Source: an optimization exercise on an open RTL-to-GDS flow (aim: small area and few clock cycles). Production flows keep margins and buffers that such runs may drop. The RTL was checked by simulation tests, not by an equivalence proof against the original design.

--- design.v ---
module aes_sbox (input wire [7:0] a, output wire [7:0] y);
    wire L0, L1, L10, L11, L12, L13, L14, L15, L16, L17, L18, L19, L2, L20, L21, L22, L23, L24, L25, L26, L27, L28, L29, L3, L4, L5, L6, L7, L8, L9, M1, M10, M11, M12, M13, M14, M15, M16, M17, M18, M19, M2, M20, M21, M22, M23, M24, M25, M26, M27, M28, M29, M3, M30, M31, M32, M33, M34, M35, M36, M37, M38, M39, M4, M40, M41, M42, M43, M44, M45, M46, M47, M48, M49, M5, M50, M51, M52, M53, M54, M55, M56, M57, M58, M59, M6, M60, M61, M62, M63, M7, M8, M9, S0, S1, S2, S3, S4, S5, S6, S7, T1, T10, T11, T12, T13, T14, T15, T16, T17, T18, T19, T2, T20, T21, T22, T23, T24, T25, T26, T27, T3, T4, T5, T6, T7, T8, T9;
    wire U0 = a[7];
    wire U1 = a[6];
    wire U2 = a[5];
    wire U3 = a[4];
    wire U4 = a[3];
    wire U5 = a[2];
    wire U6 = a[1];
    wire U7 = a[0];
    assign T1 = U0 ^ U3;
    assign T2 = U0 ^ U5;
    assign T3 = U0 ^ U6;
    assign T4 = U3 ^ U5;
    assign T5 = U4 ^ U6;
    assign T6 = T1 ^ T5;
    assign T7 = U1 ^ U2;
    assign T8 = U7 ^ T6;
    assign T9 = U7 ^ T7;
    assign T10 = T6 ^ T7;
    assign T11 = U1 ^ U5;
    assign T12 = U2 ^ U5;
    assign T13 = T3 ^ T4;
    assign T14 = T6 ^ T11;
    assign T15 = T5 ^ T11;
    assign T16 = T5 ^ T12;
    assign T17 = T9 ^ T16;
    assign T18 = U3 ^ U7;
    assign T19 = T7 ^ T18;
    assign T20 = T1 ^ T19;
    assign T21 = U6 ^ U7;
    assign T22 = T7 ^ T21;
    assign T23 = T2 ^ T22;
    assign T24 = T2 ^ T10;
    assign T25 = T20 ^ T17;
    assign T26 = T3 ^ T16;
    assign T27 = T1 ^ T12;
    assign M1 = T13 & T6;
    assign M2 = T23 & T8;
    assign M3 = T14 ^ M1;
    assign M4 = T19 & U7;
    assign M5 = M4 ^ M1;
    assign M6 = T3 & T16;
    assign M7 = T22 & T9;
    assign M8 = T26 ^ M6;
    assign M9 = T20 & T17;
    assign M10 = M9 ^ M6;
    assign M11 = T1 & T15;
    assign M12 = T4 & T27;
    assign M13 = M12 ^ M11;
    assign M14 = T2 & T10;
    assign M15 = M14 ^ M11;
    assign M16 = M3 ^ M2;
    assign M17 = M5 ^ T24;
    assign M18 = M8 ^ M7;
    assign M19 = M10 ^ M15;
    assign M20 = M16 ^ M13;
    assign M21 = M17 ^ M15;
    assign M22 = M18 ^ M13;
    assign M23 = M19 ^ T25;
    assign M24 = M22 ^ M23;
    assign M25 = M22 & M20;
    assign M26 = M21 ^ M25;
    assign M27 = M20 ^ M21;
    assign M28 = M23 ^ M25;
    assign M29 = M28 & M27;
    assign M30 = M26 & M24;
    assign M31 = M20 & M23;
    assign M32 = M27 & M31;
    assign M33 = M27 ^ M25;
    assign M34 = M21 & M22;
    assign M35 = M24 & M34;
    assign M36 = M24 ^ M25;
    assign M37 = M21 ^ M29;
    assign M38 = M32 ^ M33;
    assign M39 = M23 ^ M30;
    assign M40 = M35 ^ M36;
    assign M41 = M38 ^ M40;
    assign M42 = M37 ^ M39;
    assign M43 = M37 ^ M38;
    assign M44 = M39 ^ M40;
    assign M45 = M42 ^ M41;
    assign M46 = M44 & T6;
    assign M47 = M40 & T8;
    assign M48 = M39 & U7;
    assign M49 = M43 & T16;
    assign M50 = M38 & T9;
    assign M51 = M37 & T17;
    assign M52 = M42 & T15;
    assign M53 = M45 & T27;
    assign M54 = M41 & T10;
    assign M55 = M44 & T13;
    assign M56 = M40 & T23;
    assign M57 = M39 & T19;
    assign M58 = M43 & T3;
    assign M59 = M38 & T22;
    assign M60 = M37 & T20;
    assign M61 = M42 & T1;
    assign M62 = M45 & T4;
    assign M63 = M41 & T2;
    assign L0 = M61 ^ M62;
    assign L1 = M50 ^ M56;
    assign L2 = M46 ^ M48;
    assign L3 = M47 ^ M55;
    assign L4 = M54 ^ M58;
    assign L5 = M49 ^ M61;
    assign L6 = M62 ^ L5;
    assign L7 = M46 ^ L3;
    assign L8 = M51 ^ M59;
    assign L9 = M52 ^ M53;
    assign L10 = M53 ^ L4;
    assign L11 = M60 ^ L2;
    assign L12 = M48 ^ M51;
    assign L13 = M50 ^ L0;
    assign L14 = M52 ^ M61;
    assign L15 = M55 ^ L1;
    assign L16 = M56 ^ L0;
    assign L17 = M57 ^ L1;
    assign L18 = M58 ^ L8;
    assign L19 = M63 ^ L4;
    assign L20 = L0 ^ L1;
    assign L21 = L1 ^ L7;
    assign L22 = L3 ^ L12;
    assign L23 = L18 ^ L2;
    assign L24 = L15 ^ L9;
    assign L25 = L6 ^ L10;
    assign L26 = L7 ^ L9;
    assign L27 = L8 ^ L10;
    assign L28 = L11 ^ L14;
    assign L29 = L11 ^ L17;
    assign S0 = L6 ^ L24;
    assign S1 = ~(L16 ^ L26);
    assign S2 = ~(L19 ^ L28);
    assign S3 = L6 ^ L21;
    assign S4 = L20 ^ L22;
    assign S5 = L25 ^ L29;
    assign S6 = ~(L13 ^ L27);
    assign S7 = ~(L6 ^ L23);
    assign y = {S0, S1, S2, S3, S4, S5, S6, S7};
endmodule
module aes_sbox_ed (input wire [7:0] ae, input wire [7:0] ad, input wire d,
                    input wire [7:0] kd, output wire [7:0] y);
    function [7:0] ainv(input [7:0] x);
        integer i;
        for (i = 0; i < 8; i = i + 1)
            ainv[i] = x[(i + 2) % 8] ^ x[(i + 5) % 8] ^ x[(i + 7) % 8];
    endfunction
    wire [7:0] u = d ? (ainv(ad) ^ 8'h05) : ae;
    wire L0, L1, L10, L11, L12, L13, L14, L15, L16, L17, L18, L19, L2, L20, L21, L22, L23, L24, L25, L26, L27, L28, L29, L3, L4, L5, L6, L7, L8, L9, M1, M10, M11, M12, M13, M14, M15, M16, M17, M18, M19, M2, M20, M21, M22, M23, M24, M25, M26, M27, M28, M29, M3, M30, M31, M32, M33, M34, M35, M36, M37, M38, M39, M4, M40, M41, M42, M43, M44, M45, M46, M47, M48, M49, M5, M50, M51, M52, M53, M54, M55, M56, M57, M58, M59, M6, M60, M61, M62, M63, M7, M8, M9, S0, S1, S2, S3, S4, S5, S6, S7, T1, T10, T11, T12, T13, T14, T15, T16, T17, T18, T19, T2, T20, T21, T22, T23, T24, T25, T26, T27, T3, T4, T5, T6, T7, T8, T9;
    wire U0 = u[7];
    wire U1 = u[6];
    wire U2 = u[5];
    wire U3 = u[4];
    wire U4 = u[3];
    wire U5 = u[2];
    wire U6 = u[1];
    wire U7 = u[0];
    assign T1 = U0 ^ U3;
    assign T2 = U0 ^ U5;
    assign T3 = U0 ^ U6;
    assign T4 = U3 ^ U5;
    assign T5 = U4 ^ U6;
    assign T6 = T1 ^ T5;
    assign T7 = U1 ^ U2;
    assign T8 = U7 ^ T6;
    assign T9 = U7 ^ T7;
    assign T10 = T6 ^ T7;
    assign T11 = U1 ^ U5;
    assign T12 = U2 ^ U5;
    assign T13 = T3 ^ T4;
    assign T14 = T6 ^ T11;
    assign T15 = T5 ^ T11;
    assign T16 = T5 ^ T12;
    assign T17 = T9 ^ T16;
    assign T18 = U3 ^ U7;
    assign T19 = T7 ^ T18;
    assign T20 = T1 ^ T19;
    assign T21 = U6 ^ U7;
    assign T22 = T7 ^ T21;
    assign T23 = T2 ^ T22;
    assign T24 = T2 ^ T10;
    assign T25 = T20 ^ T17;
    assign T26 = T3 ^ T16;
    assign T27 = T1 ^ T12;
    assign M1 = T13 & T6;
    assign M2 = T23 & T8;
    assign M3 = T14 ^ M1;
    assign M4 = T19 & U7;
    assign M5 = M4 ^ M1;
    assign M6 = T3 & T16;
    assign M7 = T22 & T9;
    assign M8 = T26 ^ M6;
    assign M9 = T20 & T17;
    assign M10 = M9 ^ M6;
    assign M11 = T1 & T15;
    assign M12 = T4 & T27;
    assign M13 = M12 ^ M11;
    assign M14 = T2 & T10;
    assign M15 = M14 ^ M11;
    assign M16 = M3 ^ M2;
    assign M17 = M5 ^ T24;
    assign M18 = M8 ^ M7;
    assign M19 = M10 ^ M15;
    assign M20 = M16 ^ M13;
    assign M21 = M17 ^ M15;
    assign M22 = M18 ^ M13;
    assign M23 = M19 ^ T25;
    assign M24 = M22 ^ M23;
    assign M25 = M22 & M20;
    assign M26 = M21 ^ M25;
    assign M27 = M20 ^ M21;
    assign M28 = M23 ^ M25;
    assign M29 = M28 & M27;
    assign M30 = M26 & M24;
    assign M31 = M20 & M23;
    assign M32 = M27 & M31;
    assign M33 = M27 ^ M25;
    assign M34 = M21 & M22;
    assign M35 = M24 & M34;
    assign M36 = M24 ^ M25;
    assign M37 = M21 ^ M29;
    assign M38 = M32 ^ M33;
    assign M39 = M23 ^ M30;
    assign M40 = M35 ^ M36;
    assign M41 = M38 ^ M40;
    assign M42 = M37 ^ M39;
    assign M43 = M37 ^ M38;
    assign M44 = M39 ^ M40;
    assign M45 = M42 ^ M41;
    assign M46 = M44 & T6;
    assign M47 = M40 & T8;
    assign M48 = M39 & U7;
    assign M49 = M43 & T16;
    assign M50 = M38 & T9;
    assign M51 = M37 & T17;
    assign M52 = M42 & T15;
    assign M53 = M45 & T27;
    assign M54 = M41 & T10;
    assign M55 = M44 & T13;
    assign M56 = M40 & T23;
    assign M57 = M39 & T19;
    assign M58 = M43 & T3;
    assign M59 = M38 & T22;
    assign M60 = M37 & T20;
    assign M61 = M42 & T1;
    assign M62 = M45 & T4;
    assign M63 = M41 & T2;
    assign L0 = M61 ^ M62;
    assign L1 = M50 ^ M56;
    assign L2 = M46 ^ M48;
    assign L3 = M47 ^ M55;
    assign L4 = M54 ^ M58;
    assign L5 = M49 ^ M61;
    assign L6 = M62 ^ L5;
    assign L7 = M46 ^ L3;
    assign L8 = M51 ^ M59;
    assign L9 = M52 ^ M53;
    assign L10 = M53 ^ L4;
    assign L11 = M60 ^ L2;
    assign L12 = M48 ^ M51;
    assign L13 = M50 ^ L0;
    assign L14 = M52 ^ M61;
    assign L15 = M55 ^ L1;
    assign L16 = M56 ^ L0;
    assign L17 = M57 ^ L1;
    assign L18 = M58 ^ L8;
    assign L19 = M63 ^ L4;
    assign L20 = L0 ^ L1;
    assign L21 = L1 ^ L7;
    assign L22 = L3 ^ L12;
    assign L23 = L18 ^ L2;
    assign L24 = L15 ^ L9;
    assign L25 = L6 ^ L10;
    assign L26 = L7 ^ L9;
    assign L27 = L8 ^ L10;
    assign L28 = L11 ^ L14;
    assign L29 = L11 ^ L17;
    assign S0 = L6 ^ L24;
    assign S1 = ~(L16 ^ L26);
    assign S2 = ~(L19 ^ L28);
    assign S3 = L6 ^ L21;
    assign S4 = L20 ^ L22;
    assign S5 = L25 ^ L29;
    assign S6 = ~(L13 ^ L27);
    assign S7 = ~(L6 ^ L23);
    wire [7:0] s = {S0, S1, S2, S3, S4, S5, S6, S7};
    assign y = d ? (ainv(s ^ 8'h63) ^ kd) : s;
endmodule
module chisel_aes_core (
    input  wire         clk,
    input  wire         rst,         
    input  wire         in_valid,
    output wire         in_ready,
    input  wire         in_rekey,
    input  wire [1:0]   in_ksize,
    input  wire [255:0] in_key,
    input  wire         in_dir,      
    input  wire [127:0] in_data,
    output wire         out_valid,
    output wire [127:0] out_data
);
    reg          run;        
    reg          kpass;      
    reg  [3:0]   cnt;        
    reg          save;       
    reg  [1:0]   ksize_q;
    reg          dir_q;      
    reg          lastdir;    
    reg  [127:0] st;
    reg  [255:0] kw;
    reg  [255:0] ks_save;
    wire [3:0] nlast = (ksize_q == 2'd0) ? 4'd10 : (ksize_q == 2'd1) ? 4'd12 : 4'd14;
    wire last = (cnt == nlast);
    wire bwd = run & dir_q;
    reg  s_en, s_at2, s_rot, z0;
    reg  [7:0] rc;
    always @(*) begin
        s_en = 1'b0; s_at2 = 1'b0; s_rot = 1'b0; z0 = 1'b0; rc = 8'h00;
        case ({ksize_q, bwd, cnt})
            {2'd0, 1'b0, 4'd1}: begin s_en = 1'b1; s_at2 = 1'b0; s_rot = 1'b1; z0 = 1'b0; rc = 8'h01; end
            {2'd0, 1'b0, 4'd2}: begin s_en = 1'b1; s_at2 = 1'b0; s_rot = 1'b1; z0 = 1'b0; rc = 8'h02; end
            {2'd0, 1'b0, 4'd3}: begin s_en = 1'b1; s_at2 = 1'b0; s_rot = 1'b1; z0 = 1'b0; rc = 8'h04; end
            {2'd0, 1'b0, 4'd4}: begin s_en = 1'b1; s_at2 = 1'b0; s_rot = 1'b1; z0 = 1'b0; rc = 8'h08; end
            {2'd0, 1'b0, 4'd5}: begin s_en = 1'b1; s_at2 = 1'b0; s_rot = 1'b1; z0 = 1'b0; rc = 8'h10; end
            {2'd0, 1'b0, 4'd6}: begin s_en = 1'b1; s_at2 = 1'b0; s_rot = 1'b1; z0 = 1'b0; rc = 8'h20; end
            {2'd0, 1'b0, 4'd7}: begin s_en = 1'b1; s_at2 = 1'b0; s_rot = 1'b1; z0 = 1'b0; rc = 8'h40; end
            {2'd0, 1'b0, 4'd8}: begin s_en = 1'b1; s_at2 = 1'b0; s_rot = 1'b1; z0 = 1'b0; rc = 8'h80; end
            {2'd0, 1'b0, 4'd9}: begin s_en = 1'b1; s_at2 = 1'b0; s_rot = 1'b1; z0 = 1'b0; rc = 8'h1b; end
            {2'd0, 1'b0, 4'd10}: begin s_en = 1'b1; s_at2 = 1'b0; s_rot = 1'b1; z0 = 1'b0; rc = 8'h36; end
            {2'd0, 1'b1, 4'd1}: begin s_en = 1'b1; s_at2 = 1'b0; s_rot = 1'b1; z0 = 1'b0; rc = 8'h1b; end
            {2'd0, 1'b1, 4'd2}: begin s_en = 1'b1; s_at2 = 1'b0; s_rot = 1'b1; z0 = 1'b0; rc = 8'h80; end
            {2'd0, 1'b1, 4'd3}: begin s_en = 1'b1; s_at2 = 1'b0; s_rot = 1'b1; z0 = 1'b0; rc = 8'h40; end
            {2'd0, 1'b1, 4'd4}: begin s_en = 1'b1; s_at2 = 1'b0; s_rot = 1'b1; z0 = 1'b0; rc = 8'h20; end
            {2'd0, 1'b1, 4'd5}: begin s_en = 1'b1; s_at2 = 1'b0; s_rot = 1'b1; z0 = 1'b0; rc = 8'h10; end
            {2'd0, 1'b1, 4'd6}: begin s_en = 1'b1; s_at2 = 1'b0; s_rot = 1'b1; z0 = 1'b0; rc = 8'h08; end
            {2'd0, 1'b1, 4'd7}: begin s_en = 1'b1; s_at2 = 1'b0; s_rot = 1'b1; z0 = 1'b0; rc = 8'h04; end
            {2'd0, 1'b1, 4'd8}: begin s_en = 1'b1; s_at2 = 1'b0; s_rot = 1'b1; z0 = 1'b0; rc = 8'h02; end
            {2'd0, 1'b1, 4'd9}: begin s_en = 1'b1; s_at2 = 1'b0; s_rot = 1'b1; z0 = 1'b0; rc = 8'h01; end
            {2'd0, 1'b1, 4'd10}: begin s_en = 1'b1; s_at2 = 1'b0; s_rot = 1'b1; z0 = 1'b0; rc = 8'h00; end
            {2'd1, 1'b0, 4'd1}: begin s_en = 1'b1; s_at2 = 1'b1; s_rot = 1'b1; z0 = 1'b0; rc = 8'h01; end
            {2'd1, 1'b0, 4'd3}: begin s_en = 1'b1; s_at2 = 1'b0; s_rot = 1'b1; z0 = 1'b0; rc = 8'h02; end
            {2'd1, 1'b0, 4'd4}: begin s_en = 1'b1; s_at2 = 1'b1; s_rot = 1'b1; z0 = 1'b0; rc = 8'h04; end
            {2'd1, 1'b0, 4'd6}: begin s_en = 1'b1; s_at2 = 1'b0; s_rot = 1'b1; z0 = 1'b0; rc = 8'h08; end
            {2'd1, 1'b0, 4'd7}: begin s_en = 1'b1; s_at2 = 1'b1; s_rot = 1'b1; z0 = 1'b0; rc = 8'h10; end
            {2'd1, 1'b0, 4'd9}: begin s_en = 1'b1; s_at2 = 1'b0; s_rot = 1'b1; z0 = 1'b0; rc = 8'h20; end
            {2'd1, 1'b0, 4'd10}: begin s_en = 1'b1; s_at2 = 1'b1; s_rot = 1'b1; z0 = 1'b0; rc = 8'h40; end
            {2'd1, 1'b0, 4'd12}: begin s_en = 1'b1; s_at2 = 1'b0; s_rot = 1'b1; z0 = 1'b0; rc = 8'h80; end
            {2'd1, 1'b1, 4'd1}: begin s_en = 1'b1; s_at2 = 1'b1; s_rot = 1'b1; z0 = 1'b0; rc = 8'h80; end
            {2'd1, 1'b1, 4'd2}: begin s_en = 1'b1; s_at2 = 1'b0; s_rot = 1'b1; z0 = 1'b0; rc = 8'h40; end
            {2'd1, 1'b1, 4'd4}: begin s_en = 1'b1; s_at2 = 1'b1; s_rot = 1'b1; z0 = 1'b0; rc = 8'h20; end
            {2'd1, 1'b1, 4'd5}: begin s_en = 1'b1; s_at2 = 1'b0; s_rot = 1'b1; z0 = 1'b0; rc = 8'h10; end
            {2'd1, 1'b1, 4'd7}: begin s_en = 1'b1; s_at2 = 1'b1; s_rot = 1'b1; z0 = 1'b0; rc = 8'h08; end
            {2'd1, 1'b1, 4'd8}: begin s_en = 1'b1; s_at2 = 1'b0; s_rot = 1'b1; z0 = 1'b0; rc = 8'h04; end
            {2'd1, 1'b1, 4'd10}: begin s_en = 1'b1; s_at2 = 1'b1; s_rot = 1'b1; z0 = 1'b0; rc = 8'h02; end
            {2'd1, 1'b1, 4'd11}: begin s_en = 1'b1; s_at2 = 1'b0; s_rot = 1'b1; z0 = 1'b0; rc = 8'h01; end
            {2'd2, 1'b0, 4'd1}: begin s_en = 1'b0; s_at2 = 1'b0; s_rot = 1'b0; z0 = 1'b1; rc = 8'h00; end
            {2'd2, 1'b0, 4'd2}: begin s_en = 1'b1; s_at2 = 1'b0; s_rot = 1'b1; z0 = 1'b0; rc = 8'h01; end
            {2'd2, 1'b0, 4'd3}: begin s_en = 1'b1; s_at2 = 1'b0; s_rot = 1'b0; z0 = 1'b0; rc = 8'h00; end
            {2'd2, 1'b0, 4'd4}: begin s_en = 1'b1; s_at2 = 1'b0; s_rot = 1'b1; z0 = 1'b0; rc = 8'h02; end
            {2'd2, 1'b0, 4'd5}: begin s_en = 1'b1; s_at2 = 1'b0; s_rot = 1'b0; z0 = 1'b0; rc = 8'h00; end
            {2'd2, 1'b0, 4'd6}: begin s_en = 1'b1; s_at2 = 1'b0; s_rot = 1'b1; z0 = 1'b0; rc = 8'h04; end
            {2'd2, 1'b0, 4'd7}: begin s_en = 1'b1; s_at2 = 1'b0; s_rot = 1'b0; z0 = 1'b0; rc = 8'h00; end
            {2'd2, 1'b0, 4'd8}: begin s_en = 1'b1; s_at2 = 1'b0; s_rot = 1'b1; z0 = 1'b0; rc = 8'h08; end
            {2'd2, 1'b0, 4'd9}: begin s_en = 1'b1; s_at2 = 1'b0; s_rot = 1'b0; z0 = 1'b0; rc = 8'h00; end
            {2'd2, 1'b0, 4'd10}: begin s_en = 1'b1; s_at2 = 1'b0; s_rot = 1'b1; z0 = 1'b0; rc = 8'h10; end
            {2'd2, 1'b0, 4'd11}: begin s_en = 1'b1; s_at2 = 1'b0; s_rot = 1'b0; z0 = 1'b0; rc = 8'h00; end
            {2'd2, 1'b0, 4'd12}: begin s_en = 1'b1; s_at2 = 1'b0; s_rot = 1'b1; z0 = 1'b0; rc = 8'h20; end
            {2'd2, 1'b0, 4'd13}: begin s_en = 1'b1; s_at2 = 1'b0; s_rot = 1'b0; z0 = 1'b0; rc = 8'h00; end
            {2'd2, 1'b0, 4'd14}: begin s_en = 1'b1; s_at2 = 1'b0; s_rot = 1'b1; z0 = 1'b0; rc = 8'h40; end
            {2'd2, 1'b1, 4'd1}: begin s_en = 1'b1; s_at2 = 1'b0; s_rot = 1'b1; z0 = 1'b0; rc = 8'h40; end
            {2'd2, 1'b1, 4'd2}: begin s_en = 1'b1; s_at2 = 1'b0; s_rot = 1'b0; z0 = 1'b0; rc = 8'h00; end
            {2'd2, 1'b1, 4'd3}: begin s_en = 1'b1; s_at2 = 1'b0; s_rot = 1'b1; z0 = 1'b0; rc = 8'h20; end
            {2'd2, 1'b1, 4'd4}: begin s_en = 1'b1; s_at2 = 1'b0; s_rot = 1'b0; z0 = 1'b0; rc = 8'h00; end
            {2'd2, 1'b1, 4'd5}: begin s_en = 1'b1; s_at2 = 1'b0; s_rot = 1'b1; z0 = 1'b0; rc = 8'h10; end
            {2'd2, 1'b1, 4'd6}: begin s_en = 1'b1; s_at2 = 1'b0; s_rot = 1'b0; z0 = 1'b0; rc = 8'h00; end
            {2'd2, 1'b1, 4'd7}: begin s_en = 1'b1; s_at2 = 1'b0; s_rot = 1'b1; z0 = 1'b0; rc = 8'h08; end
            {2'd2, 1'b1, 4'd8}: begin s_en = 1'b1; s_at2 = 1'b0; s_rot = 1'b0; z0 = 1'b0; rc = 8'h00; end
            {2'd2, 1'b1, 4'd9}: begin s_en = 1'b1; s_at2 = 1'b0; s_rot = 1'b1; z0 = 1'b0; rc = 8'h04; end
            {2'd2, 1'b1, 4'd10}: begin s_en = 1'b1; s_at2 = 1'b0; s_rot = 1'b0; z0 = 1'b0; rc = 8'h00; end
            {2'd2, 1'b1, 4'd11}: begin s_en = 1'b1; s_at2 = 1'b0; s_rot = 1'b1; z0 = 1'b0; rc = 8'h02; end
            {2'd2, 1'b1, 4'd12}: begin s_en = 1'b1; s_at2 = 1'b0; s_rot = 1'b0; z0 = 1'b0; rc = 8'h00; end
            {2'd2, 1'b1, 4'd13}: begin s_en = 1'b1; s_at2 = 1'b0; s_rot = 1'b1; z0 = 1'b0; rc = 8'h01; end
            {2'd2, 1'b1, 4'd14}: begin s_en = 1'b0; s_at2 = 1'b0; s_rot = 1'b0; z0 = 1'b1; rc = 8'h00; end
            default: ;
        endcase
    end
    wire [127:0] nw;
    aes_kstep u_kstep (
        .win(kw), .nk(ksize_q), .bwd(bwd),
        .s_en(s_en), .s_at2(s_at2), .s_rot(s_rot), .z0(z0), .rc(rc),
        .nw(nw)
    );
    wire [255:0] nwin = bwd ? {kw[127:0], nw} : {nw, kw[255:128]};
    wire [127:0] rnd_out;
    aes_round u_round (
        .x(st), .kd(kw[127:0]), .ke(nw & {128{~dir_q}}),
        .dec(dir_q), .last(last), .y(rnd_out)
    );
    wire done  = run & last;
    wire kdone = kpass & last;
    wire free  = ~(run | kpass) | done;      
    wire kstart = free & in_valid & in_rekey & in_dir;
    assign in_ready  = (free & ~(in_rekey & in_dir)) | kdone;
    reg          out_v;
    reg  [127:0] out_q;
    assign out_valid = out_v;
    assign out_data  = out_q;
    always @(posedge clk) begin
        out_v <= done & ~rst;
        out_q <= rnd_out;
    end
    wire accept = in_valid & in_ready;
    wire [31:0] k0 = in_key[31:0],    k1 = in_key[63:32],   k2 = in_key[95:64],   k3 = in_key[127:96];
    wire [31:0] k4 = in_key[159:128], k5 = in_key[191:160], k6 = in_key[223:192], k7 = in_key[255:224];
    wire [255:0] kload = (in_ksize == 2'd1) ? {k3, k2, k1, k0, k5 ^ k4, k4 ^ k3, k5 ^ k4, k4}
                                            : {k3, k2, k1, k0, k7 ^ k6, k6 ^ k5, k5 ^ k4, k4};
    wire same = (in_dir == (done ? dir_q : lastdir));
    wire [255:0] kw_acc = kdone ? nwin :
                          in_rekey ? kload :
                          same ? ks_save :
                          done ? nwin : kw;
    always @(posedge clk)
        st <= accept ? (in_data ^ kw_acc[255:128]) : rnd_out;
    always @(posedge clk) begin
        if (rst) begin
            run   <= 1'b0;
            kpass <= 1'b0;
        end else begin
            save <= 1'b0;
            if (save)
                ks_save <= kw;
            if (run | kpass) begin
                kw  <= nwin;
                cnt <= cnt + 4'd1;
            end
            if (done) begin
                run     <= 1'b0;
                lastdir <= dir_q;
            end
            if (kdone)
                kpass <= 1'b0;
            if (kstart) begin
                kpass   <= 1'b1;
                cnt     <= 4'd1;
                ksize_q <= in_ksize;
                kw      <= kload;
            end
            if (accept) begin
                run   <= 1'b1;
                cnt   <= 4'd1;
                dir_q <= in_dir;
                kw    <= kw_acc;
                save  <= kdone | in_rekey | ~same;
                if (in_rekey & ~kdone)
                    ksize_q <= in_ksize;
            end
        end
    end
endmodule
module aes_round (
    input  wire [127:0] x,
    input  wire [127:0] kd,      
    input  wire [127:0] ke,      
    input  wire         dec,
    input  wire         last,
    output wire [127:0] y
);
    function [7:0] xt(input [7:0] b);
        xt = {b[6:0], 1'b0} ^ (b[7] ? 8'h1b : 8'h00);
    endfunction
    wire [127:0] z;
    genvar r, c;
    generate
        for (c = 0; c < 4; c = c + 1) begin : g_col_sb
            for (r = 0; r < 4; r = r + 1) begin : g_row
                aes_sbox_ed u_sb (
                    .ae(x[8*(r + 4*((c + r) % 4)) +: 8]),
                    .ad(x[8*(r + 4*((c + 4 - r) % 4)) +: 8]),
                    .d(dec), .kd(kd[8*(r + 4*c) +: 8]), .y(z[8*(r + 4*c) +: 8])
                );
            end
        end
    endgenerate
    wire         pe = dec & ~last;
    wire [127:0] y_mc;
    wire [127:0] z2;
    generate
        for (c = 0; c < 4; c = c + 1) begin : g_col
            wire [7:0] a0 = z[32*c +: 8], a1 = z[32*c + 8 +: 8];
            wire [7:0] a2 = z[32*c + 16 +: 8], a3 = z[32*c + 24 +: 8];
            wire [7:0] q0 = xt(xt(a0 ^ a2)) & {8{pe}};
            wire [7:0] q1 = xt(xt(a1 ^ a3)) & {8{pe}};
            wire [7:0] b0 = a0 ^ q0, b1 = a1 ^ q1, b2 = a2 ^ q0, b3 = a3 ^ q1;
            assign z2[32*c +: 32] = {b3, b2, b1, b0};
            wire [7:0] d0 = b0 ^ b1, d1 = b1 ^ b2, d2 = b2 ^ b3, d3 = b3 ^ b0;
            assign y_mc[32*c +: 32] = {xt(d3) ^ d1 ^ b0, xt(d2) ^ d0 ^ b3,
                                       xt(d1) ^ d3 ^ b2, xt(d0) ^ d2 ^ b1};
        end
    endgenerate
    assign y = (last ? z2 : y_mc) ^ ke;
endmodule
module aes_kstep (
    input  wire [255:0] win,
    input  wire [1:0]   nk,
    input  wire         bwd,
    input  wire         s_en,    
    input  wire         s_at2,   
    input  wire         s_rot,   
    input  wire         z0,      
    input  wire [7:0]   rc,
    output wire [127:0] nw
);
    wire [31:0] w0 = win[31:0],    w1 = win[63:32],   w2 = win[95:64],   w3 = win[127:96];
    wire [31:0] w4 = win[159:128], w5 = win[191:160], w6 = win[223:192], w7 = win[255:224];
    wire n4 = (nk == 2'd0), n6 = (nk == 2'd1);
    wire off4 = bwd ? ~(n4 | n6) : n4;
    wire [31:0] b0 = off4 ? w4 : n6 ? w2 : w0;
    wire [31:0] b1 = off4 ? w5 : n6 ? w3 : w1;
    wire [31:0] b2 = off4 ? w6 : n6 ? w4 : w2;
    wire [31:0] b3 = off4 ? w7 : n6 ? w5 : w3;
    wire [31:0] y3 = b2, y2 = b1, y1 = b0;
    wire [31:0] y0 = n4 ? (b3 ^ b2) : n6 ? w1 : w3;
    wire [31:0] s_in = bwd ? (s_at2 ? y2 : y0) : (s_at2 ? (b1 ^ b0 ^ w7) : w7);
    wire [31:0] s_sub;
    genvar g;
    generate
        for (g = 0; g < 4; g = g + 1) begin : g_sb
            aes_sbox u_sb (.a(s_in[8*g +: 8]), .y(s_sub[8*g +: 8]));
        end
    endgenerate
    wire [31:0] s = s_rot ? ({s_sub[7:0], s_sub[31:8]} ^ {24'h0, rc}) : s_sub;
    wire sub0 = s_en & ~s_at2, sub2 = s_en & s_at2;
    wire [31:0] n0 = b0 ^ (z0 ? 32'h0 : sub0 ? s : bwd ? y0 : w7);
    wire [31:0] n1 = b1 ^ (bwd ? y1 : n0);
    wire [31:0] n2 = b2 ^ (sub2 ? s : bwd ? y2 : n1);
    wire [31:0] n3 = b3 ^ (bwd ? y3 : n2);
    assign nw = {n3, n2, n1, n0};
endmodule
--- flow/run.sh ---
#!/bin/bash
# Layout flow: the standard flow (standard.sh), with two changes:
# - synthesis: ABC maps the logic with an area-oriented script
#   (flow/abc_map.script) in place of ORFS's; registers and naming are the
#   standard ones;
# - placement: every input and output port still gets its buffer, but the
#   smallest buffer cell (buf_1); repair_design resizes it where needed.
# Logs: synth.log (synthesis), layout.log (floorplan to final), and ORFS's own
# logs under orfs/logs/.
set -euo pipefail
W=$(pwd)
export BUFFER_PORTS_ARGS="-buffer_cell sky130_fd_sc_hd__buf_1"
rm -rf "$W/scripts_abc"
mkdir -p "$W/scripts_abc"
cp -r "$FLOW_HOME/scripts/." "$W/scripts_abc/"
cp "$W/flow/abc_map.script" "$W/scripts_abc/abc_area.script"
cp "$W/flow/abc_map.script" "$W/scripts_abc/abc_speed.script"
SCRIPTS_DIR="$W/scripts_abc" bash "$W/standard.sh" synth > "$W/synth.log" 2>&1
bash "$W/standard.sh" > "$W/layout.log" 2>&1
--- flow/abc_map.script ---
&get -n
&st
&b
&dch
&nf -R 1000
&put
&get -n
&st
&b
&dch
&nf -R 1000
&put
&get -n
&st
&b
&dch
&nf -R 1000
&put
--- standard.sh ---
#!/bin/bash
# synth_recipe.tcl (not shown) runs the flow's synth.tcl, then flattens the netlist and writes it again
# the make line also repeats each setting of config.mk as NAME=value (left out here)
make -C /OpenROAD-flow-scripts/flow DESIGN_CONFIG=/design/flow/config.mk WORK_HOME=/design/flow/orfs CLKGATE_MAP_FILE= SYNTH_SCRIPT=/design/flow/synth_recipe.tcl "${@:-finish}"
--- config.mk ---
export PLATFORM = sky130hd
export DESIGN_NAME = chisel_aes_core
export DESIGN_NICKNAME = chisel_aes_core
export VERILOG_FILES = /design/flow/design.v
export SDC_FILE = /design/flow/constraint.sdc
export NUM_CORES = 8
export LEC_CHECK = 0
export ABC_AREA = 1
export CAP_MARGIN = 20
export CORE_MARGIN = 2
export CORE_UTILIZATION = 55
export CTS_BUF_LIST = sky130_fd_sc_hd__clkbuf_8
export CTS_CLUSTER_SIZE = 24
export PLACE_DENSITY = 0.7
export SLEW_MARGIN = 20
--- constraint.sdc ---
create_clock -name core_clock -period 12.0 [get_ports {clk}]
set_input_delay 2.4000 -clock core_clock [delete_from_list [all_inputs] [get_ports {clk}]]
set_output_delay 2.4000 -clock core_clock [all_outputs]
set_load 0.01 [all_outputs]
==> reports/metrics.yaml, run 1 <==
die:
  die-area_sq_um: 139000
  die_h_um: 372
  std_cell_rows: 135
  core_area_sq_um: 135000
  io_pins: 521
  start_util_pct: 55.3
  die_w_um: 372
sta:
  fin_worst_skew_ns: 0.0815
  finalCritPeriodShare_pct: 93.4
  setup_viol: 0
  finalSetupTns_ns: 0
  max_slew_margin_pct: 12.2
  period_minus_slack_ns: 11.21
  drv_slew: 0
  worst-slew-pin-transition_ns: 1.32
  hold_ws_ns: 0.503
  rsz0062_at_grt: "no"
  max_freq_mhz: 89.2
  finalHoldViolCount: 0
clocking:
  ctsResizeCount: 0
  tritoncts: "built"
  clk_latency_ns: 0.94
  cts_hold_buf: 0
  clk_pin_slew_ns: 0.06
  clkSinkCount: 780
  htree_levels: 4
  cts_max_path_buffers: 3
  clock_tree.root_cell: "clkbuf_8"
  numCtsBuffers: 147
logic_synthesis:
  synth_top_area_share_pct: 24.4
  syn_area_sq_um: 74700
  synth_area_leaders: "xnor2_1, edfxtp_1, xor2_1, dfxtp_1, nand2_1"
  synthTopCellsByCount: "xnor2_1, nand2_1, xor2_1"
  synth.most_common_cell: "xnor2_1"
  synthFlopType: "edfxtp_1"
  synth-seq-cells: 780
  synthCells: 9052
  syn_avg_cell_area_sq_um: 8.25
  async_reset_ff_share_pct: 0
  synth_nets: 9493
  yosys.area.top_type: "xnor2_1"
  yosysSeqAreaShare_pct: 27.9
  ys_types: 43
  synth_edf_count: 521
  ys_warn_count: 3
detailed_routing:
  routedWlPerCell_um: 28.5
  drc: 0
  num_vias: 75200
  dr_wl_met2_um: 135000
  routed_wl_um: 338000
  drtAntennaViolNets: 0
  drt_pass1_iterations: 9
  wl_met3_um: 52800
  drt_iter0_drc: 11900
  routed.top_layer: "met5"
  via_per_inst: 6.33
  met1_length_um: 124000
flow_run:
  maxCapViolCount: 0
worst_setup_path:
  crit_arrival_ns: 11.80
  cp_max_fo: 42
  cp_common_cell: "xor2_1"
  reg2reg_depth: 43
  worstSetupEndpointType: "flip-flop"
  cp.required_ns: 12.60
  r2r_setup_slack_ns: 0.79
  r2r-start: "ksize_q[1]"
  crit_type: "flip-flop to flip-flop"
  start_kind: "flip-flop"
  critPathMaxStageDelay_ns: 0.77
  reg2reg_to: "kw[215]"
  slowest_stage: "edfxtp_1"
cells_and_area:
  drive_above_1_share_pct: 5.29
  finalInstanceArea_sq_um: 84500
  fin_nets: 10400
  syn_to_final_growth_pct: 13.2
hold_path:
  hold_start: "kpass"
  hold-path-endpoint: "kpass"
  holdPathStages: 2
  hold_class: "flip-flop to flip-flop"
global_routing:
  grt_use_total_pct: 46.9
  grt_pass1_wl_um: 477000
  grt_max_degree: 149
  grt_pass1_vias: 70900
  grt-ovfl-total: 0
  antenna_found_initial: 21
status:
  status: "timing/DRC/antenna clean"
place:
  dpl_cell_area_sq_um: 81300
  place.detailed.hpwl_um: 252000
  io_buffers: 520
  place.gp.congestion: 1.06
[repair_timing]
| item | 4_1_cts | 5_1_grt |
|---|---|---|
| endpoints found under the hold margin | 0 | 0 |
| setup endpoints to repair | 0 | 1 |
| buffers inserted | 0 | 2 |
[per-layer routing]
metal,vias up,global-route usage [%]
met4,24,29.8
met5,-,2.59
met1,34900,59.5
met3,1299,18.4
met2,5765,65.8
li1,33200,-
[layout make-up]
type                            instances  area (sq um)
Multi-Input combinational cell       8213         54100
Fill cell                           12000         50600
Sequential cell                       780         20800
Timing Repair Buffer                  761          3940
Clock buffer                          167          2300
Tap cell                             1781          2230
Clock inverter                        105           818
Inverter                               59           223
Antenna cell                           14          35.0
[flip-flops by register name, summed over array words and instances, names as in the netlist]
signal / cells
cnt: 4
kpass: 1
out_v: 1
dir_q: 1
ksize_q: 2
st: 128
ks_save: 256
lastdir: 1
kw: 256
run: 1
out_q: 128
save: 1
[how the worst max path moves through the flow]
stage,from,end,slack [ns],depth (start not counted)
after detailed placement,ksize_q[1],st[71],1.00,39
after CTS,ksize_q[1],kw[231],0.91,40
final,ksize_q[1],kw[215],0.79,43
after global routing,ksize_q[1],kw[215],0.21,42
after floorplan,dir_q,kw[228],-35.07,41
after global placement,ksize_q[1],st[71],0.92,38
[cells in the final DEF, fill, tap and decap left out, drive strengths merged, types with 14 or more instances in the layout]
cell type  count
ha            50
a211oi        31
mux2i         69
inv           59
o21ai        770
xnor2       2081
o22ai        170
edfxtp       521
a221oi        63
nor2         951
clkinv        91
and2          51
buf          761
nand2b        60
dfxtp        259
clkbuf       167
a21oi        891
o211ai        20
xor2        1219
o21bai        17
a221o         16
diode         14
a31oi         15
o22a          59
nor2b         61
nand2       1275
a21boi        31
a222oi        41
o221ai        98
a22oi         76
[worst max-delay path, delay by kind of cell (launching register included)]
kind                     cells  cell delay, ns
XOR/XNOR                    16            5.09
AO/OA/AOI/OAI               12            1.98
AND/OR/NAND/NOR             12            1.89
flip-flops                   1            0.77
buffers and inverters        2            0.74
adder cells (fa/ha/maj)      1            0.32
[cell families after synthesis]
group	after synthesis	synth area share [%]
buffers and inverters	59	0.297
XOR/XNOR	3300	38.7
flip-flops	780	27.9
AO/OA/AOI/OAI	2330	18.1
multiplexers	75	1.02
AND/OR/NAND/NOR	2458	13.1
adder cells (fa/ha/maj)	50	0.838
[per-stage QoR]
| stage | util (%) | std cells | worst slack, ns |
|---|---|---|---|
| floorplan | - | 9052 | -35.07 |
| global placement | 60.2 | 11600 | 0.925 |
| detailed placement | 60.2 | 11600 | 1.00 |
| CTS | 62.5 | 11900 | 0.911 |
| global route | 62.5 | 11900 | 0.205 |
| finish | 62.5 | 11900 | 0.795 |
Testbench counts, summed over its fixed seeds: cycles 19,748.
==> inputs of run 2 (changes only) <==
==> run.sh (new file) <==
#!/bin/bash
# synth_recipe.tcl (not shown) runs the flow's synth.tcl, then flattens the netlist and writes it again
# the make line also repeats each setting of config.mk as NAME=value (left out here)
make -C /OpenROAD-flow-scripts/flow DESIGN_CONFIG=/design/flow/config.mk WORK_HOME=/design/flow/orfs CLKGATE_MAP_FILE= SYNTH_SCRIPT=/design/flow/synth_recipe.tcl finish
==> config.mk (replaced) <==
export PLATFORM = sky130hd
export DESIGN_NAME = chisel_aes_core
export DESIGN_NICKNAME = chisel_aes_core
export VERILOG_FILES = /design/flow/design.v
export SDC_FILE = /design/flow/constraint.sdc
export NUM_CORES = 8
export LEC_CHECK = 0
export CAP_MARGIN = 35
export CORE_MARGIN = 2
export CORE_UTILIZATION = 40
export PLACE_DENSITY = 0.55
export SLEW_MARGIN = 35
removed: flow/run.sh
removed: flow/abc_map.script
removed: standard.sh
==> run 2 against run 1 <==
  * Register-to-register slack got worse by 0.25 ns
  * Fmax shrank 2.2%
  * First-iteration DRC count is 63% higher
  * Critical endpoint is now st[77]
  * Utilization is 16 points lower
  * Synthesized area rose by 52%
  * Synthesized cell count is 52% higher
==> reports/metrics.yaml, run 2 <==
clocking:
  clkSinkCount: 780  # unchanged
  numCtsBuffers: 109  # was 147
  tritoncts: "built"  # unchanged
  clk_latency_ns: 0.91  # was 0.94 ns
  postCtsSetupRepairBufs: 0  # unchanged
  clock_tree.root_cell: "clkbuf_16"  # was clkbuf_8
  cts_max_path_buffers: 4  # was 3
  cts_hold_buf: 0  # unchanged
  clk_pin_slew_ns: 0.06  # about the same
  ctsResizeCount: 0  # unchanged
  htree_levels: 3  # was 4
worst_setup_path:
  cp_common_cell: "xnor2_1"  # was xor2_1
  critPathMaxStageDelay_ns: 0.78  # was 0.77 ns
  start_kind: "flip-flop"  # unchanged
  slowest_stage: "a21oi_2"  # was edfxtp_1
  cp.required_ns: 12.64  # was 12.60 ns
  worstSetupEndpointType: "flip-flop"  # unchanged
  cp_max_fo: 55  # was 42
  crit_arrival_ns: 12.10  # was 11.80 ns
  crit_type: "flip-flop to flip-flop"  # unchanged
die:
  core_area_sq_um: 283000  # was 135000 sq um
  start_util_pct: 40.3  # was 55.3%
  die-area_sq_um: 289000  # was 139000 sq um
  std_cell_rows: 195  # was 135
  die_w_um: 537  # was 372 um
  die_h_um: 537  # was 372 um
  io_pins: 521  # unchanged
detailed_routing:
  routedWlPerCell_um: 37.7  # was 28.5 um
  drt_pass1_iterations: 10  # was 9
  drc: 0  # unchanged
  num_vias: 122000  # was 75.2k
  routed_wl_um: 687000  # was 338000 um
  drtAntennaViolNets: 0  # unchanged
  via_per_inst: 6.70  # was 6.33
  drt_iter0_drc: 19400  # was 11.9k
cells_and_area:
  register_area_sq_um: 20800  # about the same
  fin_nets: 14800  # was 10.4k
  final_cell_mix: "xnor2_1, nand2_1, nor2_1"  # was xnor2_1, nand2_1, xor2_1
  finalInstanceArea_sq_um: 132000  # was 84500 sq um
  multiInputGateArea_sq_um: 88800  # was 54100 sq um
  fillers: 27700  # was 12.0k
  drive_above_1_share_pct: 13.1  # was 5.29%
  largest_registers: "ks_save (256), kw (256)"  # unchanged
  syn_to_final_growth_pct: 16.0  # was 13.2%
  layout_commonest_cell: "xnor2_1"  # unchanged
logic_synthesis:
  synthCells: 13700  # was 9052
  ys_warn_count: 3  # unchanged
  yosys.area.top_type: "edfxtp_1"  # was xnor2_1
  synth-seq-cells: 780  # unchanged
  synthTopCellsByCount: "xnor2_1, nand2_1, nor2_1"  # was xnor2_1, nand2_1, xor2_1
  yosysSeqAreaShare_pct: 18.3  # was 27.9%
  synth_edf_count: 521  # unchanged
  synth.most_common_cell: "xnor2_1"  # unchanged
  ys_types: 153  # was 43
  syn_avg_cell_area_sq_um: 8.29  # was 8.25 sq um
  async_reset_ff_share_pct: 0  # unchanged
  synth_top_area_share_pct: 13.7  # was 24.4%
  synthFlopType: "edfxtp_1"  # unchanged
  synth_area_leaders: "edfxtp_1, xnor2_1, xor2_1, xnor3_1, a21oi_1"  # was xnor2_1, edfxtp_1, xor2_1, dfxtp_1, nand2_1
  syn_area_sq_um: 114000  # was 74700 sq um
  synth_nets: 14200  # was 9493
flow_run:
  maxCapViolCount: 0  # unchanged
place:
  io_buffers: 520  # unchanged
  dpl_cell_area_sq_um: 128000  # was 81300 sq um
  pre_cts_ws_ns: 0.811  # was 1.00 ns
  place.gp.congestion: 1.12  # was 1.06
  place.detailed.hpwl_um: 544000  # was 252000 um
global_routing:
  grt_use_total_pct: 45.6  # was 46.9%
  grt_pass1_wl_um: 924000  # was 477000 um
  grt_pass1_vias: 111000  # was 70.9k
  grt-ovfl-total: 0  # unchanged
  antenna_found_initial: 94  # was 21
  grt_max_degree: 131  # was 149
sta:
  rsz0062_at_grt: "no"  # unchanged
  fin_ws_ns: 0.543  # was 0.795 ns
  setup_viol: 0  # unchanged
  fin_worst_skew_ns: 0.0813  # was 0.0815 ns
  max_freq_mhz: 87.3  # was 89.2 MHz
  period_minus_slack_ns: 11.46  # was 11.21 ns
  finalHoldViolCount: 0  # unchanged
  max_slew_margin_pct: 22.0  # was 12.2%
  drv_slew: 0  # unchanged
  worst-slew-pin-transition_ns: 1.17  # was 1.32 ns
  finalCritPeriodShare_pct: 95.5  # was 93.4%
hold_path:
  hold_class: "flip-flop to flip-flop"  # unchanged
status:
  status: "timing/DRC/antenna clean"  # unchanged
## run 2: cell count changes after synthesis, sizes merged, moves of 298 or more
cell / previous run / this run
clkbuf: 0 / 659
xor2: 1219 / 921
xnor2: 2081 / 1744
buf: 0 / 367
nor2: 951 / 1306
xnor3: 0 / 316
mux2i: 69 / 470
## run 2: metal layers
layer / vias up / global-route usage, % / wire, um
met5: - / 0 / 371
met4: 56 / 34.3 / 64200
met3: 2063 / 16.0 / 88700
met2: 8938 / 64.4 / 275000
met1: 59700 / 56.8 / 259000
li1: 51400 / - / -
## run 2: final cells by class
type	count	area share [%]
Antenna cell	83	0.157
Clock buffer	129	2.17
Clock inverter	69	0.606
Inverter	105	0.303
Multi-Input combinational cell	11800	67.3
Sequential cell	780	15.8
Tap cell	3743	3.55
Timing Repair Buffer	1520	10.1
## run 2: final timing paths
| check | startpoint | endpoint | slack [ns] | cells after the start |
|---|---|---|---|---|
| max | dir_q | st[77] | 0.54 | 29 |
| min | kw[65] | ks_save[65] | 0.47 | 0 |
| max reg2reg | dir_q | st[77] | 0.54 | 29 |
| min reg2reg | kw[65] | ks_save[65] | 0.47 | 0 |
## run 2: worst max-delay path, delay by kind of cell, from the launching register on
kind	cells	cell delay, ns
XOR/XNOR	9	3.29
flip-flops	1	0.58
adder cells (fa/ha/maj)	1	0.33
AND/OR/NAND/NOR	4	2.03
buffers and inverters	2	0.62
multiplexers	2	0.53
AO/OA/AOI/OAI	11	3.74
## run 2: cell families (layout without fill, tap and decap cells)
logic type	after synthesis	after routing	synth area share, %
DFF	780	780	18.3
buffers and inverters	1131	1823	4.31
other	0	83	0
AOI/OAI and AO/OA	4028	4028	23.7
adders and majority gates	71	71	0.736
and+or+nand+nor	3947	3947	15.8
muxes	636	636	6.11
xor gates and xnor gates	3140	3140	31.0
## run 2: metrics by stage
step                      TNS [ns]  instances  utilization (%)  hold WS (ns)
after floorplan            -332.58      13700                -         0.424
after global placement           0      18000             45.1         0.435
after detailed placement         0      18000             45.2         0.446
after CTS                        0      18200             46.5         0.466
after global routing             0      18200             46.7         0.484
final                            0      18300             46.7         0.466

separate check: timing with driven ports:
The results above use ideal ports. As a check the final layouts listed here were re-extracted and re-timed, cells and wires unchanged.
Step 1: set_driving_cell puts a clkbuf_16 on clk and a buf_2 on each other input, an assumption about the parent block.
Step 2 adds t to the input delays and takes it off the output delays; t is the mean of the earliest and latest rising clock arrival at the registers after step 1. Input paths then give back, and output paths get back, about the clock's delay inside the block.
Slacks: no drivers / after step 1 / after step 2; pairs: no drivers / after step 1.
run	t (ns)	setup slack, ns	clock arrival spread, ns	worst register clock-pin slew, ns	pins driven straight from the clock port
run 1	0.976	0.795 / 0.795 / 0.795	0.082 / 0.081	0.08 / 0.08	1
run 2	0.960	0.543 / 0.543 / 0.543	0.082 / 0.082	0.09 / 0.09	1
After both steps setup and hold are still met in every run listed.
